Source: an optimization exercise on an open RTL-to-GDS flow (aim: small area, a short achievable clock period and few clock cycles per item). Production flows keep margins and buffers that such runs may drop.
In this exercise RTL edits were held to simulation tests only and were not proved equivalent to the original.
Power figures rest on the tool's default switching activity, not on a simulated workload.

==> flow/design.v (outline; a module is shown in full before it is edited, if it fits) <==
// module damask_px: 969 lines
module damask_px (
    input  wire         clk,
    input  wire         rst,         
    input  wire         start,       
    input  wire [47:0]  l16,         
    input  wire [15:0]  seam,        
    input  wire [15:0]  lscale,      
    input  wire [191:0] m,           
    input  wire [47:0]  ug,          
    input  wire [47:0]  uo,          
    input  wire [143:0] c_mat,       
    input  wire [47:0]  ga,          
    input  wire [23:0]  lgo,         
    input  wire [11:0]  cls,         
    input  wire [2:0]   pfl,         
    input  wire         dark,        
    input  wire         lowg_en,
    input  wire         dither_en,
    input  wire [1:0]   pos_u,       
    input  wire [1:0]   pos_v,       
    output reg          lg_rd,       
    output reg  [3:0]   lg_cls,      
    output reg  [5:0]   lg_idx,      
    input  wire [15:0]  lg_data,     
    output reg          done,        
    output wire [47:0]  code,        
    output reg  [2:0]   clip         
);
  // ...
==> flow/run.sh <==
#!/bin/bash
# synth_recipe.tcl (not shown) runs the flow's synth.tcl, then flattens the netlist and writes it again
# the make line also repeats each setting of config.mk as NAME=value (left out here)
make -C /OpenROAD-flow-scripts/flow DESIGN_CONFIG=/design/flow/config.mk WORK_HOME=/design/flow/orfs CLKGATE_MAP_FILE= SYNTH_SCRIPT=/design/flow/synth_recipe.tcl finish
==> flow/config.mk <==
export PLATFORM = sky130hd
export DESIGN_NAME = damask_px
export DESIGN_NICKNAME = damask_px
export VERILOG_FILES = /design/flow/design.v
export SDC_FILE = /design/flow/constraint.sdc
export NUM_CORES = 4
export LEC_CHECK = 0
export ABC_AREA = 1
export CAP_MARGIN = 20
export CORE_MARGIN = 2
export CORE_UTILIZATION = 40
export CTS_BUF_LIST = sky130_fd_sc_hd__clkbuf_8
export SLEW_MARGIN = 20
==> flow/constraint.sdc <==
create_clock -name core_clock -period 18.0 [get_ports {clk}]
set_input_delay 3.6000 -clock core_clock [delete_from_list [all_inputs] [get_ports {clk}]]
set_output_delay 3.6000 -clock core_clock [all_outputs]
set_load 0.01 [all_outputs]
==> flow_metrics.py, run 1 <==
metrics = {
    "sta": {
        "slew_headroom_pct": 19.9,
        "post-route-min-period_ns": 6.07,
        "holdWs_ns": 0.360,
        "period_share_pct": 33.7,
    },
    "min_path": {
        "hold_end": "t1_i[0]",
    },
    "synthesis": {
        "synth_edf_count": 152,
        "yosysWarnings": 1,
        "synth_top_family_by_area": "simple AND/OR/NAND/NOR gates",
    },
    "clock_tree": {
        "h-tree-depth": 2,
        "cts_resized": 0,
        "ctsLongestPathBuffers": 3,
        "clkTransAtPathRegs_ns": 0.07,
        "cts_hold_buf": 0,
    },
    "critical_path": {
        "critPathMostFrequentCell": "ha_1",
        "crit_cells": 24,
        "cp_max_fo": 14,
        "critPathSlowestCell": "a21oi_1",
        "r2r-end": "lg_idx[4]",
        "start_kind": "flip-flop",
        "worst_setup_path_end_kind": "flip-flop",
    },
    "finish": {
        "non_clock_inverter_count": 674,
        "top_regs": "acc (38), cs_s (38), cs_c (37)",
        "fin_area_mm2": 0.0416,
        "final_cell_mix": "nand2_1 (1053), clkdlybuf4s50_1 (687), inv_1 (654)",
        "insertedDiodeCount": 49,
        "seq_share_pct": 20.8,
    },
    "global_route": {
        "grt_busiest_layer": "met2",
    },
    "detailed_routing": {
        "via_count": 35200,
        "ant_nets": 0,
        "drt-met1-wl_mm": 66.2,
    },
    "pwr": {
        "pg_seq_w": 0.00166,
        "p_leak_nw": 18.1,
        "vdd_drop_max_v": 0.000368,
        "power_density_mw_per_mm2": 232,
        "maxPowerGroup": "combinational cells",
        "combinationalPowerShare_pct": 73.5,
        "power.switching_w": 0.00559,
    },
    "status": {
        "status": "complete, no violations",
    },
    "placement": {
        "port-buffer-count": 687,
    },
    "die": {
        "fp.dieH_um": 289,
    },
}
Testbench counts, summed over its fixed seeds: cycles 315,254, pixels 9,600.
==> run 2, diff against run 1 <==
--- a/flow/design.v
+++ b/flow/design.v
@@ -57,16 +57,17 @@
     reg [20:0] xr0, xr1, xr2;
     reg [20:0] dr0, dr1, dr2;
     reg [3:0]  tq0, tq1, tq2;    
     reg [2:0]  off;              
     reg        lowg_r;
     reg [2:0]  need;             
     reg [1:0]  ord0, ord1, ord2;
     reg [1:0]  nlg;
+    reg        early;            
     assign code = {xr2[15:0], xr1[15:0], xr0[15:0]};
     function [3:0] dither_t;
         input [1:0] row;
         input [1:0] col;
         case ({row, col})
             4'h0: dither_t = 4'd0;   4'h1: dither_t = 4'd8;
             4'h2: dither_t = 4'd2;   4'h3: dither_t = 4'd10;
             4'h4: dither_t = 4'd12;  4'h5: dither_t = 4'd4;
@@ -126,44 +127,50 @@
             6'd28: mainop = 19'h3225a;    
             6'd29: mainop = 19'h3429b;    
             6'd30: mainop = 19'h3841c;    
             6'd31: mainop = 19'h3a45d;    
             6'd32: mainop = 19'h3c49e;    
             default: mainop = 19'h00000;
         endcase
     endfunction
-    wire [5:0] lc    = cyc - 6'd32;
-    wire       in_lg = run && (cyc >= 6'd32);
+    wire [5:0] lc    = cyc - (early ? 6'd31 : 6'd32);
     wire       eval  = run && (cyc == 6'd31);
+    wire       in_lg = run && ((cyc >= 6'd32) || (eval && early));
+    wire       rd30  = run && (cyc == 6'd30) && (need[0] || need[1]);
     reg [1:0] e_ord0, e_ord1, e_ord2, e_n;
     always @(*) begin
         e_ord0 = 2'd0; e_ord1 = 2'd0; e_ord2 = 2'd2; e_n = 2'd0;
         case (need)
             3'b001: begin e_ord0 = 2'd0; e_n = 2'd1; end
             3'b010: begin e_ord0 = 2'd1; e_n = 2'd1; end
             3'b100: begin e_ord0 = 2'd2; e_n = 2'd1; end
             3'b011: begin e_ord0 = 2'd0; e_ord1 = 2'd1; e_n = 2'd2; end
             3'b101: begin e_ord0 = 2'd0; e_ord1 = 2'd2; e_n = 2'd2; end
             3'b110: begin e_ord0 = 2'd1; e_ord1 = 2'd2; e_n = 2'd2; end
             3'b111: begin e_ord0 = 2'd0; e_ord1 = 2'd1; e_n = 2'd3; end
             default: ;
         endcase
     end
+    wire [1:0]  o0 = eval ? e_ord0 : ord0;
+    wire [1:0]  o1 = eval ? e_ord1 : ord1;
+    wire [1:0]  o2 = eval ? e_ord2 : ord2;
+    wire [1:0]  nl = eval ? e_n : nlg;
     wire [5:0]  rn      = lc + 6'd1;
-    wire        rn_v    = (rn < {3'd0, nlg, 1'b0});
-    wire [1:0]  rn_lamp = ordk(rn[2:1], ord0, ord1, ord2);
-    wire [1:0]  rd_lamp = eval ? e_ord0 : rn_lamp;
+    wire        rn_v    = (rn < {3'd0, nl, 1'b0});
+    wire [1:0]  rn_lamp = ordk(rn[2:1], o0, o1, o2);
+    wire [1:0]  rd_lamp = rd30 ? (need[0] ? 2'd0 : 2'd1) :
+                          ((eval && !early) ? e_ord0 : rn_lamp);
     wire [20:0] xq_rd   = sel3(rd_lamp, xr0, xr1, xr2);
     wire [3:0]  tq_rd   = (rd_lamp == 2'd0) ? tq0 : ((rd_lamp == 2'd1) ? tq1 : tq2);
     wire [13:0] q_rd    = xq_rd[13:0] - {10'd0, tq_rd};
     wire [5:0]  ln      = lc + 6'd1;
     wire [1:0]  lk      = ln[0] ? ln[2:1] : (ln[2:1] - 2'd1);
-    wire        lk_v    = (ln != 6'd0) && (ln < {3'd0, nlg, 1'b0} + 6'd1);
-    wire [1:0]  lk_lamp = ordk(lk, ord0, ord1, ord2);
+    wire        lk_v    = (ln != 6'd0) && (ln < {3'd0, nl, 1'b0} + 6'd1);
+    wire [1:0]  lk_lamp = ordk(lk, o0, o1, o2);
     wire [18:0] lgop    = !lk_v ? 19'd0 :
                           {(ln[0] ? T_L1 : T_L2), lk_lamp, !ln[0], 1'b0,
                            A_LG, lk_lamp, (ln[0] ? B_F1 : B_F)};
     wire [18:0] p_nx = in_lg ? lgop :
                        (eval || !run) ? 19'd0 : mainop(cyc + 6'd2);
     wire bo0 = bop[0] ^ 1'b0;
     wire bt0 = (bop[1] & ~bop[0] & ~1'b0) | (~bop[1] & bop[0] & 1'b0);
     wire bn0 = bop[1];
@@ -942,28 +949,30 @@
                     cyc <= 6'd1;
                 end
             end else begin
                 cyc <= cyc + 6'd1;
                 if (fin30) begin
                     done <= 1'b1;
                     run  <= 1'b0;
                 end
-                if (eval) begin
+                if (run && cyc == 6'd30)
+                    early <= rd30;
+                if (rd30 || (eval && !early)) begin
                     lg_rd  <= 1'b1;
-                    lg_cls <= cls[4*e_ord0 +: 4];
+                    lg_cls <= cls[4*rd_lamp +: 4];
                     lg_idx <= {1'b0, q_rd[13:9]};
                 end
                 if (in_lg) begin
                     if (rn_v) begin
                         lg_rd  <= 1'b1;
                         lg_cls <= cls[4*rn_lamp +: 4];
                         lg_idx <= {1'b0, q_rd[13:9]} + {5'd0, rn[0]};
                     end
-                    if (lc == {3'd0, nlg, 1'b0} + 6'd2) begin
+                    if (lc == {3'd0, nl, 1'b0} + 6'd2) begin
                         done <= 1'b1;
                         run  <= 1'b0;
                     end
                 end
             end
         end
     end
 endmodule
==> flow/flow/run.sh (new file) <==
#!/bin/bash
# The standard layout (standard.sh, unchanged synthesis, floorplan,
# placement, CTS and routing), with two settings changed:
#  - ORFS's timing repair aims at a 5 ns critical path: a setup slack margin
#    of 13 ns on the design's 18 ns clock;
#  - every input and output port is buffered with buf_1, the smallest buffer (the default pick
#    is a slow delay buffer).
# The clock and the constraints are the design's.
set -euo pipefail
bash standard.sh SETUP_SLACK_MARGIN=13 "BUFFER_PORTS_ARGS=-buffer_cell sky130_fd_sc_hd__buf_1" finish > layout.log 2>&1
==> flow/standard.sh (new file) <==
#!/bin/bash
# synth_recipe.tcl (not shown) runs the flow's synth.tcl, then flattens the netlist and writes it again
# the make line also repeats each setting of config.mk as NAME=value (left out here)
make -C /OpenROAD-flow-scripts/flow DESIGN_CONFIG=/design/flow/config.mk WORK_HOME=/design/flow/orfs CLKGATE_MAP_FILE= SYNTH_SCRIPT=/design/flow/synth_recipe.tcl "${@:-finish}"
removed: flow/run.sh
==> run 2 against run 1 <==
Compared with the run above: final cell count increased by 2.8%; global-route usage decreased by 0.84 points; register-to-register slack improved by 1.2 ns; utilization decreased by 4.0 points; via count increased by 4.5%; clock power decreased by 7.8%; hold slack improved by 0.049 ns; setup slack improved by 0.65 ns; first-iteration DRC count increased by 12%; clock skew decreased by 0.0058 ns; design area decreased by 6.2%; critical path type is now in -> reg.
==> flow_metrics.py, run 2 <==
metrics = {
    "finish": {
        "final_common_cell": "nand2_1",
        "drive_gt1_share_pct": 9.56,
        "fin_cells": 6425,
        "final_cell_mix": "nand2_1 (1026), inv_1 (695), buf_1 (679)",
        "top_regs": "acc (38), cs_s (38), cs_c (37)",
        "nets": 6200,
        "fin_util_pct": 47.8,
        "area.growth.synth_to_final_pct": 18.7,
    },
    "synthesis": {
        "synth-compound-area-share_pct": 16.0,
        "syn_nets": 5562,
        "synthArstFlopShare_pct": 0,
        "synth_edf_count": 147,
        "postSynthCellCount": 4647,
        "syn_area_per_cell_um2": 7.08,
        "ys_top_cells_by_count": "nand2_1 (1069), inv_1 (693), nor2_1 (463)",
        "synth_top_flop_cell": "dfxtp_1",
        "ys_types": 70,
        "synth.most_common_cell": "nand2_1",
        "yosys.area_share.simple_pct": 25.2,
        "synth_area_leaders": "edfxtp_1 (13%), dfxtp_1 (13%), nand2_1 (12%), fa_1 (11%), inv_1 (7.9%)",
        "ys_ff_latch": 359,
        "synth_xor_area_share_pct": 5.80,
        "synth_seq_area_share_pct": 26.3,
        "yosysTopAreaCell": "edfxtp_1",
        "synth_top_area_share_pct": 13.4,
        "synth_fa_ha_area_share_pct": 15.1,
        "netlist_area_mm2": 0.0329,
        "synth_top_family_by_area": "simple AND/OR/NAND/NOR gates",
        "muxShareOfSynthArea_pct": 0,
        "yosysWarnings": 1,
    },
    "clock_tree": {
        "clock_sinks": 359,
        "cts_tree": "done",
        "cts_inserted_buffers": 66,
        "ctsLongestPathBuffers": 3,
        "cts_hold_buf": 0,
        "clkTransAtPathRegs_ns": 0.06,
        "clk_latency_ns": 0.72,
        "h-tree-depth": 3,
        "cts_root_buf": "clkbuf_8",
    },
    "critical_path": {
        "r2r-end": "cs_c[27]",
        "worst_setup_path_end_kind": "flip-flop",
        "critPathLaunch": "ug[2]",
        "cp_max_fo": 1,
        "start_kind": "primary input",
        "critPathRequiredTime_ns": 18.58,
        "timing.reg2reg.setup_slack_ns": 13.11,
        "r2r-start": "bop[13]",
        "worstSetupPathType": "in -> reg",
        "r2r_cells": 10,
        "arrival_ns": 6.01,
    },
    "die": {
        "num_rows": 105,
        "die_w_um": 291,
        "die_area_mm2": 0.0846,
        "fp.dieH_um": 291,
        "ioPinCount": 688,
        "core_area_mm2": 0.0817,
        "initial_utilization_pct": 40.3,
    },
    "global_route": {
        "antenna_found_initial": 28,
        "grt_max_degree": 58,
        "grt_pass1_wl_mm": 243,
        "grt_pass1_vias": 34400,
        "grt-ovfl-total": 0,
        "grt_usage_pct": 39.4,
    },
    "detailed_routing": {
        "ant_nets": 0,
        "via_count": 36800,
        "wirelength_mm": 172,
        "drc_errors": 0,
        "first_pass_iters": 6,
        "wl_per_cell_um": 26.8,
        "viasPerCell": 5.73,
        "drt_iter0_drc": 4331,
    },
    "run": {
        "cap_violations": 0,
    },
    "pwr": {
        "power_density_mw_per_mm2": 238,
        "power.switching_w": 0.00524,
        "swShare_pct": 56.3,
        "power_frac_clock_pct": 8.9,
        "vdd_drop_max_v": 0.000244,
        "p_leak_nw": 17.1,
        "combinationalPowerShare_pct": 73.5,
        "pwr-share-seq_pct": 17.5,
        "intPower_w": 0.00406,
    },
    "placement": {
        "gp_congestion": 1.04,
        "hpwl_mm": 140,
        "port-buffer-count": 687,
        "post-place-cells": 6239,
    },
    "sta": {
        "slew_headroom_pct": 20.6,
        "fin_setup_tns_ns": 0,
        "hold_viol": 0,
        "tightest_slew_ns": 1.19,
        "period_share_pct": 30.1,
        "rsz0062_at_grt": "yes",
        "post-route-min-period_ns": 5.42,
        "slew_violations": 0,
        "fmax_mhz": 184,
        "setup_viol": 0,
        "fin_skew_ns": 0.0641,
    },
    "min_path": {
        "hold_path_depth": 2,
        "hp-class": "reg -> reg",
        "hold_end": "t1_cont",
        "worstHoldStart": "p_cont",
    },
    "status": {
        "status": "complete, no violations",
    },
}
==> run 2: changes by cell type in the layout (fill, tap and decap cells not counted), moves of 26 or more <==
cell | before | now
buf_4 | 62 | 108
nand2_2 | 7 | 50
nand2_1 | 1053 | 1026
inv_1 | 654 | 695
buf_1 | 0 | 679
clkdlybuf4s50_1 | 687 | 0
diode_2 | 49 | 23
o21ai_0 | 199 | 227
a21oi_1 | 211 | 171
==> run 2: layout make-up <==
type                            count  area (um2)
Inverter                          714        2700
Tap cell                         1070        1340
Multi-Input combinational cell   3342       21300
Clock inverter                     39         315
Antenna cell                       23        57.6
Sequential cell                   359        8670
Fill cell                        8618       42700
Timing Repair Buffer              802        3570
Clock buffer                       76        1050
==> run 2: routing by layer <==
metal  track usage [%]  share of wire (%)
met5                 0              0.060
met2              56.7                 41
met1              56.7                 43
met4              12.0                3.4
met3              11.2                 12
==> run 2: worst max-delay path, cell delays in order <==
cell and delay, ns:
buf_4 0.12, nand3_1 0.07, nand2_1 0.06, nor2_1 0.08
nand3_1 0.08, nand2_2 0.12, nand3_4 0.09, nand2_2 0.10
nand3_2 0.07, nand2_2 0.09, nand4_1 0.13, nor2_1 0.15
nand4_1 0.10, nor2_2 0.19, nand4_1 0.11, nor2_1 0.11
nand4_1 0.20, nor2_4 0.21, nand4_1 0.15, nand2_2 0.11
nand2_1 0.05
==> run 2: stage by stage <==
stage / setup WS, ns / hold WS [ns] / power (W) / cell area, um2
after detailed placement: 11.75 / 0.405 / 0.00759 / 36300
after global placement: 11.74 / 0.398 / 0.00756 / 36300
final: 12.58 / 0.410 / 0.00930 / 39000
after floorplan: 12.90 / 0.329 / 0.00547 / 32900
after CTS: 12.69 / 0.410 / 0.00867 / 38100
after global routing: 12.46 / 0.434 / 0.00997 / 39000
==> run 2: logic make-up (layout without fill, tap and decap cells) <==
family,count (synthesis),in the layout
and+or+nand+nor,1959,1961
buffers and inverters,949,1631
AOI/OAI and AO/OA,868,869
DFF,359,359
adders and majority gates,294,294
xor gates and xnor gates,218,218
other,0,23
==> run 2: worst max-delay path by stage <==
stage,cells after the start,to,slack (ns)
floorplan,18,bop[7],12.90
global placement,18,bop[2],11.74
detailed placement,21,bop[2],11.75
CTS,19,bop[3],12.69
global route,19,bop[6],12.46
finish,21,bop[2],12.58
==> run 2: power groups by stage <==
stage	combinational, W	sequential, W	clock [W]
after global placement	0.00592	0.00164	0
after detailed placement	0.00595	0.00164	0
after floorplan	0.00389	0.00158	0
after CTS	0.00619	0.00163	0.000845
final	0.00684	0.00163	0.000832
after global routing	0.00744	0.00165	0.000878
==> run 2: repair_timing <==
action / 4_1_cts / 5_1_grt
setup endpoints to repair: 164 / 139
buffers inserted: 10 / 34
pin swaps: 26 / 76
cloned: 2 / 1
gates resized for setup: 94 / 157
Testbench counts of run 2, summed over its fixed seeds: cycles 313,241, pixels 9,600.

static timing again, ports no longer ideal:
In the flow no input, the clock included, has a driving cell. The finished layouts below were timed again as built, in two steps.
Step 1 (the two cells are an assumption about what drives the block):
set clk [get_ports {clk}]
set_driving_cell -lib_cell sky130_fd_sc_hd__clkbuf_16 $clk
set_driving_cell -lib_cell sky130_fd_sc_hd__buf_2 [delete_from_list [all_inputs] $clk]
Step 2 also shifts input and output timing later by t, the mid clock arrival at the registers, as if the neighbouring blocks saw the same clock.
Three values: no drivers, after step 1, after step 2; two values: the first two.
run | t (ns) | setup WS [ns] | hold WS [ns] | clock arrival spread, ns | pins driven straight from the clock port
run 1 | 0.760 | 11.929 / 11.929 / 11.362 | 0.360 / 0.360 / 0.360 | 0.070 / 0.070 | 1
run 2 | 0.751 | 12.575 / 12.590 / 11.839 | 0.410 / 0.410 / 0.410 | 0.064 / 0.064 | 1
After both steps setup and hold are still met in every run listed. For run 2, which loses most, drivers alone change the setup slack by +0.015 ns; drivers and shift together by -0.736 ns.
